Context: an optimization exercise on an open-source flow, tuned for small area and a short achievable clock period. The choices shown serve that exercise and are no tape-out recipe.
Only simulation tests tie the RTL to the original design; equivalence was not proved.
No activity file was given, so power comes from the tool's default toggle rates.

==> run H <==
## fcvtn_unit
module fcvtn_unit (
    input  wire         clk,
    input  wire         rst,         
    input  wire         in_valid,
    input  wire [511:0] in_x,        
    input  wire [31:0]  in_ent,      
    input  wire [5:0]   in_rmode,    
    output reg          out_valid,
    output reg  [127:0] out_vd,      
    output reg  [3:0]   out_flags,   
    output reg  [30:0]  out_amax,    
    output reg          out_nan      
);
clock: 20.0 ns
lec_check: 0
abc_area: 1
cap_margin: 20
core_margin: 2
core_utilization: 25
cts_cluster_diameter: 120
cts_cluster_size: 18
place_density: 0.35
slew_margin: 70
standard.sh (not shown) runs the stock make flow with config.mk's settings and CLKGATE_MAP_FILE= SYNTH_SCRIPT=/design/flow/synth_recipe.tcl, a recipe that flattens the netlist after the stock synthesis.
==> flow/flow/run.sh <==
#!/bin/bash
# Own layout flow: the standard flow (standard.sh) for every step, with
# one change: the buffer that the flow puts on each input and output port is
# sky130_fd_sc_hd__buf_1, the smallest buffer, instead of the cell the flow
# picks by itself (sky130_fd_sc_hd__clkdlybuf4s50_1). Every port still gets
# its own buffer. The make output goes to standard_flow.log; the tools' own
# logs stay under orfs/logs/.
set -euo pipefail
bash standard.sh finish "BUFFER_PORTS_ARGS=-buffer_cell sky130_fd_sc_hd__buf_1" > standard_flow.log 2>&1
==> run B (differences from run H) <==
- CAP_MARGIN: 20 -> 40
- SLEW_MARGIN: 70 -> 60
==> impl_metrics.py <==
metrics = {
    "final_layout": {
        "seq_share_pct": 28.9,
        "design_area_sq_um": 82400,
    },
    "outcome": {
        "outcome": "no timing/DRC/antenna violations",
    },
    "critical_path": {
        "worstPathArrival_ps": 1460,
        "cp.depth": 1,
        "crit_path_end": "out_amax[1]",
    },
    "clock_network": {
        "clk_latency_ps": 870,
    },
    "min_path": {
        "hp-start": "x_q[223]",
    },
    "grt": {
        "grt_pass1_vias": 68895,
        "grt_pass1_wl_microns": 504000,
    },
    "pwr": {
        "ir_worst_vdd_mv": 0.133,
    },
    "timing": {
        "fin_crit_sh_pct": 27.3,
    },
}
(the above is from run H)
==> impl_metrics.py <==
metrics = {
    "outcome": {
        "outcome": "no timing/DRC/antenna violations",
    },
    "clock_network": {
        "cts_setup_buffers": 0,
        "clk_latency_ps": 860,
    },
    "final_layout": {
        "seq_share_pct": 29.5,
        "design_area_sq_um": 80300,
    },
    "floorplanning": {
        "dieArea_sq_um": 285000,
    },
    "critical_path": {
        "worstPathArrival_ps": 6360,
        "cp.depth": 30,
        "crit_path_end": "a2v_m[117]",
    },
    "pwr": {
        "pwr_density_cell_nw_per_um2": 130,
        "combPwrFrac_pct": 51.8,
        "ir_worst_vdd_mv": 0.118,
    },
    "timing": {
        "fin_crit_sh_pct": 28.3,
        "worstMarginPinSlew_ps": 627,
    },
    "grt": {
        "grt_pass1_vias": 68864,
    },
    "route": {
        "drt_iter0_drc": 7796,
    },
    "min_path": {
        "hp-start": "x_q[159]",
    },
}
(the above is from run B)

==> 11-21 <==
Another version of the RTL of fcvtn_unit (not shown whole).
export LEC_CHECK = 0
export ABC_AREA = 1
export CAP_MARGIN = 60
export CORE_MARGIN = 2
export CORE_UTILIZATION = 25
export CTS_CLUSTER_DIAMETER = 120
export CTS_CLUSTER_SIZE = 18
export PLACE_DENSITY = 0.35
export SLEW_MARGIN = 80
create_clock -name core_clock -period 20.0 [get_ports {clk}]
Scripts as last shown in full above: flow/flow/run.sh
==> 02-05 (differences from 11-21) <==
==> flow/run.sh (new file) <==
#!/bin/bash
# synth_recipe.tcl (not shown) runs the flow's synth.tcl, then flattens the netlist and writes it again
# the make line also repeats each setting of config.mk as NAME=value (left out here)
make -C /OpenROAD-flow-scripts/flow DESIGN_CONFIG=/design/flow/config.mk WORK_HOME=/design/flow/orfs CLKGATE_MAP_FILE= SYNTH_SCRIPT=/design/flow/synth_recipe.tcl finish
--- a/flow/config.mk
+++ b/flow/config.mk
@@ -7,5 +7,5 @@
 export LEC_CHECK = 0
 export ABC_AREA = 1
-export CAP_MARGIN = 60
+export CAP_MARGIN = 50
 export CORE_MARGIN = 2
 export CORE_UTILIZATION = 25
@@ -13,3 +13,3 @@
 export CTS_CLUSTER_SIZE = 18
 export PLACE_DENSITY = 0.35
-export SLEW_MARGIN = 80
+export SLEW_MARGIN = 70
removed: flow/flow/run.sh
removed: flow/standard.sh
==> 07-19 (differences from 11-21) <==
--- a/flow/config.mk
+++ b/flow/config.mk
@@ -7,9 +7,9 @@
 export LEC_CHECK = 0
 export ABC_AREA = 1
-export CAP_MARGIN = 60
+export CAP_MARGIN = 50
 export CORE_MARGIN = 2
-export CORE_UTILIZATION = 25
+export CORE_UTILIZATION = 35
 export CTS_CLUSTER_DIAMETER = 120
 export CTS_CLUSTER_SIZE = 18
-export PLACE_DENSITY = 0.35
-export SLEW_MARGIN = 80
+export PLACE_DENSITY = 0.45
+export SLEW_MARGIN = 70
==> results.txt <==
In flip-flop and latch count, 02-05 and 11-21 do not differ. The highest via count belongs to 11-21, the lowest to 02-05. Against 07-19, the first-iteration DRC count of 11-21 is lower by about 14%. Against 02-05, the global-route usage of 07-19 is higher by 6.3 points.

==> inputs of exp/violet <==
==> flow/design.v <==
module fcvtn_lane_a (
    input  wire [31:0] x,        
    input  wire        fiz,
    input  wire        sgn,      
    input  wire        eb0,      
    input  wire        mb0,      
    input  wire        pol0,     
    input  wire [7:0]  bb,       
    input  wire [2:0]  bm1,      
    input  wire [3:0]  bp,       
    input  wire [7:0]  hmask,    
    output wire [17:0] mid,      
    output wire        is_nan,   
    output wire        kill,     
    output wire [30:0] mag       
);
    wire        s    = x[31];
    wire [7:0]  ex8  = x[30:23];
    wire [22:0] fr   = x[22:0];
    wire        ez   = ~|ex8;
    wire        e1   = &ex8;
    wire        s0   = |fr[14:0];
    wire        fnz  = s0 | (|fr[22:15]);
    wire        nan  = e1 & fnz;
    wire        snan = nan & ~fr[22];
    wire        inf  = e1 & ~fnz;
    wire        zero = ez & (~fnz | fiz);
    assign is_nan = nan;
    assign kill   = nan | (ez & fiz);
    assign mag    = x[30:0];
    wire [8:0]  sd  = {1'b0, ex8[7:1], ex8[0] | ez} + {1'b0, bb} + 9'd1;
    wire        big = ~eb0 & sd[8] & (|sd[7:0]) & ~ez;
    wire [4:0]  t   = {1'b0, bp} - {1'b0, sd[3:0]};
    wire        dh0 = (sd[8:4] == 5'b10000);
    wire        dhm = (sd[8:4] == 5'b01111);
    wire        sat = ~sd[8] & ~dhm;                      
    wire        neg = (sd[8] & ~dh0) | (dh0 & t[4]);      
    wire        fsat = sat | (dhm & ~t[4]);               
    wire [3:0]  a   = big ? {1'b0, bm1} : (fsat ? 4'd15 : t[3:0]);
    wire [15:0] w   = {big ? sd[7:0] : {7'd0, ~ez}, fr[22:15]};
    wire [15:0] x8  = a[3] ? {8'd0, w[15:8]} : w;
    wire [11:0] x4  = a[2] ? x8[15:4] : x8[11:0];
    wire [9:0]  x2  = a[1] ? x4[11:2] : x4[9:0];
    wire        stp = s0 | (a[3] & |w[7:0]) | (a[2] & |x8[3:0]) | (a[1] & |x4[1:0]);
    wire        nhi = (big & |(sd[7:0] & hmask)) | (eb0 & neg);
    wire        n0f = big & mb0;    
    wire [1:0]  cls  = nan ? 2'd3 : inf ? 2'd2 : zero ? 2'd1 : 2'd0;
    assign mid = {nan & (snan | pol0), cls, s, nhi, n0f, stp, a[0], x2};
endmodule
module fcvtn_lane_b (
    input  wire [17:0] mid,      
    input  wire        foz,
    input  wire        sgn,      
    input  wire        eb0,      
    input  wire        pol2,     
    input  wire        rne,
    input  wire        rna,
    input  wire        rup,
    input  wire        rdn,
    input  wire [7:0]  maxcode,  
    input  wire [7:0]  cnan,     
    input  wire [7:0]  ova,      
    input  wire        ova_s,    
    input  wire [7:0]  sone,     
    input  wire [7:0]  emask,    
    output wire [7:0]  code,     
    output reg  [3:0]  flags     
);
    wire [9:0]  x2   = mid[9:0];
    wire        a0   = mid[10];
    wire        stp  = mid[11];
    wire        n0f  = mid[12];
    wire        nhi  = mid[13];
    wire        s    = mid[14];
    wire        nan  = (mid[16:15] == 2'd3);
    wire        inf  = (mid[16:15] == 2'd2);
    wire        zero = (mid[16:15] == 2'd1);
    wire        fin  = (mid[16:15] == 2'd0);
    wire        nvn  = mid[17];
    wire [8:0]  o    = a0 ? x2[9:1] : x2[8:0];
    wire        st   = stp | (a0 & x2[0]);
    wire [7:0]  n    = o[8:1];
    wire        g    = o[0];
    wire        inex = g | st;
    wire        n0   = n[0] | n0f;
    wire        up   = (rne & g & (st | n0)) | (rna & g) | (rup & inex & ~s) | (rdn & inex & s);
    wire        away = rne | rna | (rup & ~s) | (rdn & s);
    reg         gt, ge;
    integer     i;
    always @* begin
        gt = 1'b0;
        ge = 1'b1;
        for (i = 0; i < 8; i = i + 1) begin
            gt = (n[i] & ~maxcode[i]) | ((n[i] | ~maxcode[i]) & gt);
            ge = (n[i] & ~maxcode[i]) | ((n[i] | ~maxcode[i]) & ge);
        end
    end
    wire        ovf  = nhi | gt | (up & ge);
    wire [7:0]  cf   = n + {7'd0, up};
    wire        cz   = ~nhi & ~|n & ~up;
    wire        tiny = ~nhi & ~|(cf & emask);
    wire        flush = foz & ~eb0 & tiny & ~cz;
    wire        negbad = ~sgn & s & ~zero & ~nan;
    wire        ovff   = fin & ovf;
    wire        selo   = ~negbad & (inf | (ovff & away));
    wire        selm   = ~negbad & ovff & ~away;
    wire        selc   = ~negbad & fin & ~ovf & ~flush;
    wire [7:0]  mg     = ({8{nan}} & cnan) | ({8{selo}} & ova) | ({8{selm}} & maxcode) | ({8{selc}} & cf);
    wire        sa     = s & ~nan & ~(selo & ~ova_s);
    assign code = mg | ({8{sa}} & sone);
    wire        negz = negbad & ~inf & cz;
    wire        finr = ~negbad & fin & ~ovf;
    always @* begin
        flags[3] = nvn | (negbad & ~negz);
        flags[2] = ~negbad & ~nan & ((inf & ~pol2) | ovff);
        flags[1] = negz | (finr & ((inex & (eb0 ? cz : tiny)) | flush));
        flags[0] = negz | (~negbad & ovff) | (finr & (inex | flush));
    end
endmodule
module fcvtn_lane (
    input  wire [31:0] x,
    input  wire        fiz,
    input  wire        foz,
    input  wire        sgn,
    input  wire        eb0,
    input  wire        mb0,
    input  wire        pol0,
    input  wire        pol2,
    input  wire        rne,
    input  wire        rna,
    input  wire        rup,
    input  wire        rdn,
    input  wire [7:0]  bb,
    input  wire [2:0]  bm1,
    input  wire [3:0]  bp,
    input  wire [7:0]  hmask,
    input  wire [7:0]  maxcode,
    input  wire [7:0]  cnan,
    input  wire [7:0]  ova,
    input  wire        ova_s,
    input  wire [7:0]  sone,
    input  wire [7:0]  emask,
    output wire [7:0]  code,
    output wire [3:0]  flags,
    output wire        is_nan,
    output wire        kill,
    output wire [30:0] mag
);
    wire [17:0] mid;
    fcvtn_lane_a u_a (
        .x(x), .fiz(fiz), .sgn(sgn), .eb0(eb0), .mb0(mb0), .pol0(pol0),
        .bb(bb), .bm1(bm1), .bp(bp), .hmask(hmask),
        .mid(mid), .is_nan(is_nan), .kill(kill), .mag(mag));
    fcvtn_lane_b u_b (
        .mid(mid), .foz(foz), .sgn(sgn), .eb0(eb0), .pol2(pol2),
        .rne(rne), .rna(rna), .rup(rup), .rdn(rdn), .maxcode(maxcode), .cnan(cnan),
        .ova(ova), .ova_s(ova_s), .sone(sone), .emask(emask), .code(code), .flags(flags));
endmodule
module fcvtn_predec (
    input  wire [2:0]  eb,
    input  wire [2:0]  mb,
    input  wire [2:0]  rm,
    output wire [12:0] pd    
);
    wire       eb0 = (eb == 3'd0);
    wire [2:0] bm1 = eb0 ? (3'd0 - mb) : (3'd7 - mb);         
    wire [3:0] bp  = eb0 ? 4'd7 : (4'd8 - {1'b0, mb});        
    assign pd = {rm == 3'd3, rm == 3'd2, rm == 3'd4, rm == 3'd0, mb == 3'd0, eb0, bm1, bp};
endmodule
module fcvtn_unit (
    input  wire         clk,
    input  wire         rst,         
    input  wire         in_valid,
    input  wire [511:0] in_x,        
    input  wire [31:0]  in_ent,      
    input  wire [5:0]   in_rmode,    
    output reg          out_valid,
    output reg  [127:0] out_vd,      
    output reg  [3:0]   out_flags,   
    output reg  [30:0]  out_amax,    
    output reg          out_nan      
);
    reg         v_q;
    reg [511:0] x_q;
    reg [17:0]  ent_q;
    reg [5:0]   rmode_q;
    always @(posedge clk) begin
        if (rst)
            v_q <= 1'b0;
        else
            v_q <= in_valid;
        x_q     <= in_x;
        ent_q   <= in_ent[17:0];
        rmode_q <= in_rmode;
    end
    wire       sgn  = ent_q[0];
    wire [2:0] eb   = ent_q[3:1];
    wire [2:0] mb   = ent_q[6:4];
    wire [7:0] bias = ent_q[15:8];
    wire [1:0] pol  = ent_q[17:16];
    wire       fiz  = rmode_q[3];
    wire       foz  = rmode_q[4];
    wire       satn = rmode_q[5];
    wire [12:0] pd_q;
    fcvtn_predec u_pd (.eb(eb), .mb(mb), .rm(rmode_q[2:0]), .pd(pd_q));
    wire       eb0  = pd_q[7];
    wire       mb0  = pd_q[8];
    wire [2:0] bm1  = pd_q[6:4];
    wire [3:0] bp   = pd_q[3:0];
    wire       pol0 = (pol == 2'd0);
    wire       pol1 = (pol == 2'd1);
    wire       pol2 = (pol == 2'd2);
    wire [7:0] bb    = {~bias[7], bias[6:0]};
    wire [3:0] base  = {1'b0, bm1} + 4'd1;
    wire [7:0] hmask = 8'hFF << base;
    wire [3:0] k     = {3'd0, sgn} + {1'b0, eb} + {1'b0, mb};
    wire [3:0] emb   = {1'b0, eb} + {1'b0, mb};
    wire [8:0] allm9 = (9'd1 << emb) - 9'd1;
    wire [7:0] allm  = allm9[7:0];
    wire [7:0] mone  = 8'd1 << mb;
    wire [7:0] eones = ((8'd1 << eb) - 8'd1) << mb;
    wire [7:0] maxcode = pol0 ? allm : pol1 ? allm - 8'd1 : allm - mone;
    wire [7:0] cnan    = pol1 ? allm : pol2 ? (eones | (8'd1 << (mb - 3'd1))) : 8'd0;
    wire       nsat    = pol1 & ~satn;
    wire [7:0] ova     = pol2 ? eones : nsat ? cnan : maxcode;
    wire       ova_s   = ~nsat;
    wire [7:0] sone    = sgn ? (8'd1 << (k - 4'd1)) : 8'd0;
    wire [7:0] emask   = 8'hFF << mb;
    wire       rne = pd_q[9];
    wire       rna = pd_q[10];
    wire       rup = pd_q[11];
    wire       rdn = pd_q[12];
    wire [287:0] lmid;
    wire [15:0]  lnan;
    wire [15:0]  lkill;
    wire [495:0] lmag;
    genvar i;
    generate
        for (i = 0; i < 16; i = i + 1) begin : g_la
            fcvtn_lane_a u_a (
                .x(x_q[32*i +: 32]), .fiz(fiz), .sgn(sgn), .eb0(eb0), .mb0(mb0), .pol0(pol0),
                .bb(bb), .bm1(bm1), .bp(bp), .hmask(hmask),
                .mid(lmid[18*i +: 18]), .is_nan(lnan[i]), .kill(lkill[i]), .mag(lmag[31*i +: 31])
            );
        end
    endgenerate
    function automatic gtf(input [30:0] a, input [30:0] b);
        integer n;
        begin
            gtf = 1'b0;
            for (n = 0; n < 31; n = n + 1)
                gtf = (a[n] & ~b[n]) | ((a[n] | ~b[n]) & gtf);
        end
    endfunction
    function automatic gtp(input [30:0] a, input [30:0] b);
        reg [30:0] g, e;
        integer n, w;
        begin
            for (n = 0; n < 31; n = n + 1) begin
                g[n] = a[n] & ~b[n];
                e[n] = a[n] | ~b[n];
            end
            for (w = 1; w < 31; w = w * 2)
                for (n = 0; n + w < 31; n = n + 2 * w) begin
                    g[n] = g[n+w] | (e[n+w] & g[n]);
                    e[n] = g[n+w] | (e[n+w] & e[n]);
                end
            gtp = g[0];
        end
    endfunction
    wire [247:0] a1v;
    wire [7:0]   a1k;
    wire [123:0] a2v;
    wire [3:0]   a2k;
    generate
        for (i = 0; i < 8; i = i + 1) begin : g_a1
            wire [30:0] va = lmag[31*(2*i) +: 31];
            wire [30:0] vb = lmag[31*(2*i+1) +: 31];
            wire        ka = lkill[2*i];
            wire        kb = lkill[2*i+1];
            wire        sb = ~kb & (ka | gtp(vb, va));
            assign a1v[31*i +: 31] = sb ? vb : va;
            assign a1k[i] = ka & kb;
        end
        for (i = 0; i < 4; i = i + 1) begin : g_a2
            wire [30:0] va = a1v[31*(2*i) +: 31];
            wire [30:0] vb = a1v[31*(2*i+1) +: 31];
            wire        ka = a1k[2*i];
            wire        kb = a1k[2*i+1];
            wire        sb = ~kb & (ka | gtf(vb, va));
            assign a2v[31*i +: 31] = sb ? vb : va;
            assign a2k[i] = ka & kb;
        end
    endgenerate
    reg         foz_m, sgn_m, eb0_m, pol2_m, rne_m, rna_m, rup_m, rdn_m, ova_s_m;
    reg [7:0]   maxcode_m, cnan_m, ova_m, sone_m, emask_m;
    always @(posedge clk) begin
        foz_m     <= foz;
        sgn_m     <= sgn;
        eb0_m     <= eb0;
        pol2_m    <= pol2;
        rne_m     <= rne;
        rna_m     <= rna;
        rup_m     <= rup;
        rdn_m     <= rdn;
        ova_s_m   <= ova_s;
        maxcode_m <= maxcode;
        cnan_m    <= cnan;
        ova_m     <= ova;
        sone_m    <= sone;
        emask_m   <= emask;
    end
    reg         v_m;
    reg [287:0] mid_m;
    reg         nan_m;
    reg [123:0] a2v_m;
    reg [3:0]   a2k_m;
    always @(posedge clk) begin
        if (rst)
            v_m <= 1'b0;
        else
            v_m <= v_q;
        mid_m <= lmid;
        nan_m <= |lnan;
        a2v_m <= a2v;
        a2k_m <= a2k;
    end
    wire [127:0] vd;
    wire [63:0]  lflags;
    generate
        for (i = 0; i < 16; i = i + 1) begin : g_lb
            fcvtn_lane_b u_b (
                .mid(mid_m[18*i +: 18]), .foz(foz_m), .sgn(sgn_m), .eb0(eb0_m), .pol2(pol2_m),
                .rne(rne_m), .rna(rna_m), .rup(rup_m), .rdn(rdn_m),
                .maxcode(maxcode_m), .cnan(cnan_m), .ova(ova_m), .ova_s(ova_s_m),
                .sone(sone_m), .emask(emask_m),
                .code(vd[8*i +: 8]), .flags(lflags[4*i +: 4])
            );
        end
    endgenerate
    reg [3:0] flags_all;
    integer j;
    always @* begin
        flags_all = 4'd0;
        for (j = 0; j < 16; j = j + 1)
            flags_all = flags_all | lflags[4*j +: 4];
    end
    wire [61:0]  a3v;
    wire [1:0]   a3k;
    generate
        for (i = 0; i < 2; i = i + 1) begin : g_a3
            wire [30:0] va = a2v_m[31*(2*i) +: 31];
            wire [30:0] vb = a2v_m[31*(2*i+1) +: 31];
            wire        ka = a2k_m[2*i];
            wire        kb = a2k_m[2*i+1];
            wire        sb = ~kb & (ka | gtp(vb, va));
            assign a3v[31*i +: 31] = sb ? vb : va;
            assign a3k[i] = ka & kb;
        end
    endgenerate
    wire        sb4  = ~a3k[1] & (a3k[0] | gtf(a3v[61:31], a3v[30:0]));
    wire [30:0] amax = (a3k[0] & a3k[1]) ? 31'd0 : sb4 ? a3v[61:31] : a3v[30:0];
    always @(posedge clk) begin
        if (rst)
            out_valid <= 1'b0;
        else
            out_valid <= v_m;
        out_vd    <= vd;
        out_flags <= flags_all;
        out_amax  <= amax;
        out_nan   <= nan_m;
    end
endmodule
==> flow/run.sh <==
#!/bin/bash
# synth_recipe.tcl (not shown) runs the flow's synth.tcl, then flattens the netlist and writes it again
# the make line also repeats each setting of config.mk as NAME=value (left out here)
make -C /OpenROAD-flow-scripts/flow DESIGN_CONFIG=/design/flow/config.mk WORK_HOME=/design/flow/orfs CLKGATE_MAP_FILE= SYNTH_SCRIPT=/design/flow/synth_recipe.tcl finish
==> flow/config.mk <==
export PLATFORM = sky130hd
export DESIGN_NAME = fcvtn_unit
export DESIGN_NICKNAME = fcvtn_unit
export VERILOG_FILES = /design/flow/design.v
export SDC_FILE = /design/flow/constraint.sdc
export NUM_CORES = 4
export LEC_CHECK = 0
export ABC_AREA = 1
export CAP_MARGIN = 20
export CORE_MARGIN = 2
export CORE_UTILIZATION = 25
export PLACE_DENSITY = 0.35
export SLEW_MARGIN = 20
==> flow/constraint.sdc <==
create_clock -name core_clock -period 20.0 [get_ports {clk}]
set_input_delay 4.0000 -clock core_clock [delete_from_list [all_inputs] [get_ports {clk}]]
set_output_delay 4.0000 -clock core_clock [all_outputs]
set_load 0.01 [all_outputs]
==> exp/xenon (differences from exp/violet) <==
--- a/flow/design.v
+++ b/flow/design.v
@@ -161,9 +161,10 @@
     input  wire [2:0]  mb,
-    input  wire [2:0]  rm,
-    output wire [12:0] pd    
+    output wire [8:0]  pd    
 );
-    wire       eb0 = (eb == 3'd0);
-    wire [2:0] bm1 = eb0 ? (3'd0 - mb) : (3'd7 - mb);         
-    wire [3:0] bp  = eb0 ? 4'd7 : (4'd8 - {1'b0, mb});        
-    assign pd = {rm == 3'd3, rm == 3'd2, rm == 3'd4, rm == 3'd0, mb == 3'd0, eb0, bm1, bp};
+    wire       eb0 = ~|eb;
+    wire       mb0 = ~|mb;
+    wire [2:0] nm  = {mb[2] ^ (mb[1] | mb[0]), mb[1] ^ mb[0], mb[0]};    
+    wire [2:0] bm1 = eb0 ? nm : ~mb;
+    wire [3:0] bp  = eb0 ? 4'd7 : {mb0, nm};
+    assign pd = {mb0, eb0, bm1, bp};
 endmodule
@@ -186,2 +187,5 @@
     reg [5:0]   rmode_q;
+    reg [8:0]   pd_q;
+    wire [8:0]  pd_in;
+    fcvtn_predec u_pd (.eb(in_ent[3:1]), .mb(in_ent[6:4]), .pd(pd_in));
     always @(posedge clk) begin
@@ -194,2 +198,3 @@
         rmode_q <= in_rmode;
+        pd_q    <= pd_in;
     end
@@ -203,4 +208,2 @@
     wire       satn = rmode_q[5];
-    wire [12:0] pd_q;
-    fcvtn_predec u_pd (.eb(eb), .mb(mb), .rm(rmode_q[2:0]), .pd(pd_q));
     wire       eb0  = pd_q[7];
@@ -228,6 +231,7 @@
     wire [7:0] emask   = 8'hFF << mb;
-    wire       rne = pd_q[9];
-    wire       rna = pd_q[10];
-    wire       rup = pd_q[11];
-    wire       rdn = pd_q[12];
+    wire [2:0] rm  = rmode_q[2:0];
+    wire       rne = (rm == 3'd0);
+    wire       rup = (rm == 3'd2);
+    wire       rdn = (rm == 3'd3);
+    wire       rna = (rm == 3'd4);
     wire [287:0] lmid;
@@ -246,10 +250,2 @@
     endgenerate
-    function automatic gtf(input [30:0] a, input [30:0] b);
-        integer n;
-        begin
-            gtf = 1'b0;
-            for (n = 0; n < 31; n = n + 1)
-                gtf = (a[n] & ~b[n]) | ((a[n] | ~b[n]) & gtf);
-        end
-    endfunction
     function automatic gtp(input [30:0] a, input [30:0] b);
@@ -289,3 +285,3 @@
             wire        kb = a1k[2*i+1];
-            wire        sb = ~kb & (ka | gtf(vb, va));
+            wire        sb = ~kb & (ka | gtp(vb, va));
             assign a2v[31*i +: 31] = sb ? vb : va;
@@ -360,3 +356,3 @@
     endgenerate
-    wire        sb4  = ~a3k[1] & (a3k[0] | gtf(a3v[61:31], a3v[30:0]));
+    wire        sb4  = ~a3k[1] & (a3k[0] | gtp(a3v[61:31], a3v[30:0]));
     wire [30:0] amax = (a3k[0] & a3k[1]) ? 31'd0 : sb4 ? a3v[61:31] : a3v[30:0];
==> flow/flow/run.sh (new file) <==
#!/bin/bash
# Own layout flow: the standard flow (standard.sh) for every step, with
# one change: the buffer that the flow puts on each input and output port is
# sky130_fd_sc_hd__buf_1, the smallest buffer, instead of the cell the flow
# picks by itself (sky130_fd_sc_hd__clkdlybuf4s50_1). Every port still gets
# its own buffer. The make output goes to standard_flow.log; the tools' own
# logs stay under orfs/logs/.
set -euo pipefail
bash standard.sh finish "BUFFER_PORTS_ARGS=-buffer_cell sky130_fd_sc_hd__buf_1" > standard_flow.log 2>&1
==> flow/standard.sh (new file) <==
#!/bin/bash
# synth_recipe.tcl (not shown) runs the flow's synth.tcl, then flattens the netlist and writes it again
# the make line also repeats each setting of config.mk as NAME=value (left out here)
make -C /OpenROAD-flow-scripts/flow DESIGN_CONFIG=/design/flow/config.mk WORK_HOME=/design/flow/orfs CLKGATE_MAP_FILE= SYNTH_SCRIPT=/design/flow/synth_recipe.tcl "${@:-finish}"
--- a/flow/config.mk
+++ b/flow/config.mk
@@ -8,6 +8,8 @@
 export ABC_AREA = 1
-export CAP_MARGIN = 20
+export CAP_MARGIN = 50
 export CORE_MARGIN = 2
 export CORE_UTILIZATION = 25
+export CTS_CLUSTER_DIAMETER = 120
+export CTS_CLUSTER_SIZE = 18
 export PLACE_DENSITY = 0.35
-export SLEW_MARGIN = 20
+export SLEW_MARGIN = 70
removed: flow/run.sh
==> results.txt <==
metric	exp/violet	exp/xenon
Status	finished clean	finished clean
Non-Clock Buffer Area Fraction	8.995%	4.832%
Layout multi-input combinational cell count	7,274	8,981
Crit-path max cell delay	850 ps	380 ps
Combinational group share of total power	46.7%	49.8%
Antenna violations before repair	71	46
Rel. slew slack	14.93%	66.37%
Data arrival time at the worst-slack endpoint	8180 ps	1420 ps
Overall track demand over capacity in global routing	25.61%	24.77%
Post-detailed-placement half-perimeter wirelength	306.1 mm	317.5 mm
DIE WIDTH	532.4 um	550.2 um
Worst-path maximum fanout	60	1
Highest clock frequency the design can meet	134.5 MHz	184.6 MHz
Launch point of the critical path	x_q[233]$_DFF_P_	out_vd[125]$_DFF_P_
Fraction of the mapped netlist area in simple logic gates	25.99%	37.41%
Combinational power	5.32 mW	5.08 mW

[re-timing with driven ports]
The flow's constraints put no driver on any port. The routed layouts listed below were extracted and timed again, unchanged, in two steps.
Step 1, drivers: a clkbuf_16 drives clk and a buf_2 each remaining input, both assumed.
Step 2 moves the port delays by t, midway between the first and last clock arrival at a register: inputs arrive t later, outputs are due t later. That takes back most of the time a late clock gives input paths.
a / b / c = no drivers / after step 1 / after step 2; a / b = the first two.
run | t (ns) | setup slack, ns | hold WS [ns] | slew at the worst register clock pin (ns)
run H | 0.939 | 14.541 / 14.439 / 14.685 | 0.328 / 0.328 / 0.328 | 0.10 / 0.10
run B | 0.926 | 14.346 / 14.346 / 14.346 | 0.327 / 0.327 / 0.327 | 0.10 / 0.10
11-21 | 0.942 | 14.540 / 14.531 / 14.540 | 0.330 / 0.330 / 0.330 | 0.09 / 0.09
02-05 | 0.939 | 14.235 / 14.134 / 14.478 | 0.330 / 0.330 / 0.330 | 0.11 / 0.11
07-19 | 0.840 | 14.589 / 14.582 / 14.589 | 0.330 / 0.330 / 0.330 | 0.09 / 0.09
exp/violet | 0.946 | 12.566 / 12.566 / 12.566 | 0.314 / 0.314 / 0.314 | 0.08 / 0.08
exp/xenon | 0.953 | 14.583 / 14.478 / 14.791 | 0.324 / 0.324 / 0.324 | 0.10 / 0.10
After both steps setup and hold are still met in every run listed.
